This is an optimization exercise on Yosys and OpenROAD, whose aim is small area and a short achievable clock period, not a production implementation.
The RTL was checked by simulation tests, not by an equivalence proof against the original design.

Design lane_fma, start of the top module:
module lane_fma (
    input  wire        clk,
    input  wire        rst,
    input  wire        in_valid,
    input  wire [2:0]  in_op,
    input  wire [1:0]  in_mod,
    input  wire [31:0] in_a,
    input  wire [31:0] in_b,
    input  wire [31:0] in_c,
    output reg         out_valid,
    output reg  [31:0] out_res,
    output reg         out_clamp,
    output reg         out_bad
);
export LEC_CHECK = 0
export CAP_MARGIN = 20
export CORE_MARGIN = 2
export CORE_UTILIZATION = 60
export CTS_CLUSTER_DIAMETER = 100
export CTS_CLUSTER_SIZE = 30
export SLEW_MARGIN = 20
create_clock -name core_clock -period 11.0 [get_ports {clk}]
standard.sh (not shown) runs the stock make flow with config.mk's settings and CLKGATE_MAP_FILE= SYNTH_SCRIPT=/design/flow/synth_recipe.tcl, a recipe that flattens the netlist after the stock synthesis.
==> flow/flow/run.sh <==
#!/bin/bash
# The standard layout (standard.sh, unchanged synthesis), with two
# settings outside config.mk's list: timing repair aims for 6 ns of setup
# slack, and the port buffers are buf_1 cells. make's full output goes to
# standard.log; each ORFS step logs under orfs/logs/.
export SETUP_SLACK_MARGIN=6
export BUFFER_PORTS_ARGS="-buffer_cell sky130_fd_sc_hd__buf_1"
bash standard.sh > standard.log 2>&1
The baseline produced a clean layout.
Then changed:
CTS_CLUSTER_DIAMETER = default   (was 100)
CTS_CLUSTER_SIZE = default   (was 30)
Result: The new run passed the timing, DRC and antenna checks; clock skew fell by 0.046 ns; critical path depth is unchanged; worst hold slack got worse by 0.0094 ns.
Then changed:
--- a/flow/flow/run.sh
+++ b/flow/flow/run.sh
@@ -3 +3 @@
-# settings outside config.mk's list: timing repair aims for 6 ns of setup
+# settings outside config.mk's list: timing repair aims for 5.75 ns of setup
@@ -6 +6 @@
-export SETUP_SLACK_MARGIN=6
+export SETUP_SLACK_MARGIN=5.75
Clock skew went up by 0.0039 ns.
Design area goes down by 1.8%.
Count of clock-buffer cells in the layout increases by 13.
Area after synthesis is unchanged.
Wire length decreases by 1.8%.
Then changed:
--- a/flow/flow/run.sh
+++ b/flow/flow/run.sh
@@ -3 +3 @@
-# settings outside config.mk's list: timing repair aims for 5.75 ns of setup
+# settings outside config.mk's list: timing repair aims for 5 ns of setup
@@ -6 +6 @@
-export SETUP_SLACK_MARGIN=5.75
+export SETUP_SLACK_MARGIN=5
The changed run ran to the end with no violations.
Final area fell by 1.6%.
Routed wire length is about the same.
Maximum frequency fell by 12%.
First-iteration DRC count rose by 4.6%.


Setup of job 4481:
lane_fma again, from the RTL that the note above started with.
Settings: LEC_CHECK=0, CAP_MARGIN=20, CORE_MARGIN=2, CORE_UTILIZATION=60, CTS_CLUSTER_DIAMETER=100, CTS_CLUSTER_SIZE=25, SLEW_MARGIN=20; clock period 11.0 ns.
==> flow/flow/run.sh <==
#!/bin/bash
# The standard layout (standard.sh, unchanged synthesis), with two
# settings outside config.mk's list: timing repair aims for 6 ns of setup
# slack, and the port buffers are buf_1 cells. make's full output goes to
# standard.log; each ORFS step logs under orfs/logs/.
export SETUP_SLACK_MARGIN=6
export BUFFER_PORTS_ARGS="-buffer_cell sky130_fd_sc_hd__buf_1"
bash standard.sh > standard.log 2>&1
## Diff of input files: job 6217 against job 4481
Settings: CTS_CLUSTER_DIAMETER removed (was 100); CTS_CLUSTER_SIZE removed (was 25).
diff --git a/flow/flow/run.sh b/flow/flow/run.sh
--- a/flow/flow/run.sh
+++ b/flow/flow/run.sh
@@ -3 +3 @@
-# settings outside config.mk's list: timing repair aims for 6 ns of setup
+# settings outside config.mk's list: timing repair aims for 6.25 ns of setup
@@ -6 +6 @@
-export SETUP_SLACK_MARGIN=6
+export SETUP_SLACK_MARGIN=6.25
Results
As far as cell depth of the worst hold path goes, job 4481 and job 6217 are indistinguishable; the numbers are identical. On worst hold slack, job 4481 beats job 6217. On final layout net count, the higher figure sits with job 6217, not job 4481. Min length of the first detailed-routing pass in iterations across job 4481 and job 6217: job 4481. Lower wire length was reported by job 4481, not job 6217. Between job 4481 and job 6217, the post-CTS repair timing setup buffer count is lower for job 4481. Comparing job 6217 against job 4481, there is no change at all in number of different library cells in the post-synthesis netlist.
Modified inputs, job 4382 compared to job 6217
diff --git a/flow/flow/run.sh b/flow/flow/run.sh
--- a/flow/flow/run.sh
+++ b/flow/flow/run.sh
@@ -3 +3 @@
-# settings outside config.mk's list: timing repair aims for 6.25 ns of setup
+# settings outside config.mk's list: timing repair aims for 7 ns of setup
@@ -6 +6 @@
-export SETUP_SLACK_MARGIN=6.25
+export SETUP_SLACK_MARGIN=7
==> comparison <==
From job 4382 to job 6217, core area did not move at all.
Inverter count of the layout excluding clock inverters of job 4382 exceeds that of job 6217 slightly.
Job 4382 falls short of job 6217 in cell area.
Number of buffers inserted by post-CTS setup repair grows by more than 100% when moving from job 6217 to job 4382.
The wire length of the first global-routing pass number comes out higher for job 4382 vs job 6217.
diff inputs: job 4382 => job 1634
diff --git a/flow/flow/run.sh b/flow/flow/run.sh
--- a/flow/flow/run.sh
+++ b/flow/flow/run.sh
@@ -3 +3 @@
-# settings outside config.mk's list: timing repair aims for 7 ns of setup
+# settings outside config.mk's list: timing repair aims for 6.5 ns of setup
@@ -6 +6 @@
-export SETUP_SLACK_MARGIN=7
+export SETUP_SLACK_MARGIN=6.5
==> comparison <==
Clock-buffer cell count: job 1634 > job 4382
Between job 4382 and job 1634, global-route wire length before repair decreased.
| clock period minus final worst setup slack | job 1634 vs job 4382 | 0.24 ns lower |

==> what the ideal ports hide <==
In the flow no input, the clock included, has a driving cell. The finished layouts below were timed again as built, in two steps.
Step 1 (the two cells are an assumption about what drives the block):
set clk [get_ports {clk}]
set_driving_cell -lib_cell sky130_fd_sc_hd__clkbuf_16 $clk
set_driving_cell -lib_cell sky130_fd_sc_hd__buf_2 [delete_from_list [all_inputs] $clk]
Step 2 also shifts input and output timing later by t, the mid clock arrival at the registers, as if the neighbouring blocks saw the same clock.
Three values: no drivers, after step 1, after step 2; two values: the first two.
run	t (ns)	slack for setup (ns)	worst setup path after step 2	clock arrival spread, ns	worst slew at a driven data input, ns
the first run of note 1	0.661	5.997 / 5.997 / 5.545	input to register	0.070 / 0.070	0.14
the second run of note 1	0.667	6.003 / 6.003 / 5.552	input to register	0.025 / 0.025	0.08
the third run of note 1	0.673	5.808 / 5.808 / 5.293	input to register	0.029 / 0.028	0.08
the fourth run of note 1	0.680	5.125 / 5.125 / 5.125	register to register	0.038 / 0.038	0.09
job 4481	0.681	5.935 / 5.935 / 5.509	input to register	0.040 / 0.040	0.13
job 6217	0.653	6.054 / 6.054 / 5.638	input to register	0.042 / 0.043	0.07
job 4382	0.690	5.821 / 5.821 / 5.687	input to register	0.045 / 0.045	0.06
job 1634	0.677	6.064 / 6.064 / 5.586	input to register	0.047 / 0.047	0.05
After both steps setup and hold are still met in every run listed. For the third run of note 1, which loses most, drivers alone change the setup slack by 0.000 ns; drivers and shift together by -0.515 ns.
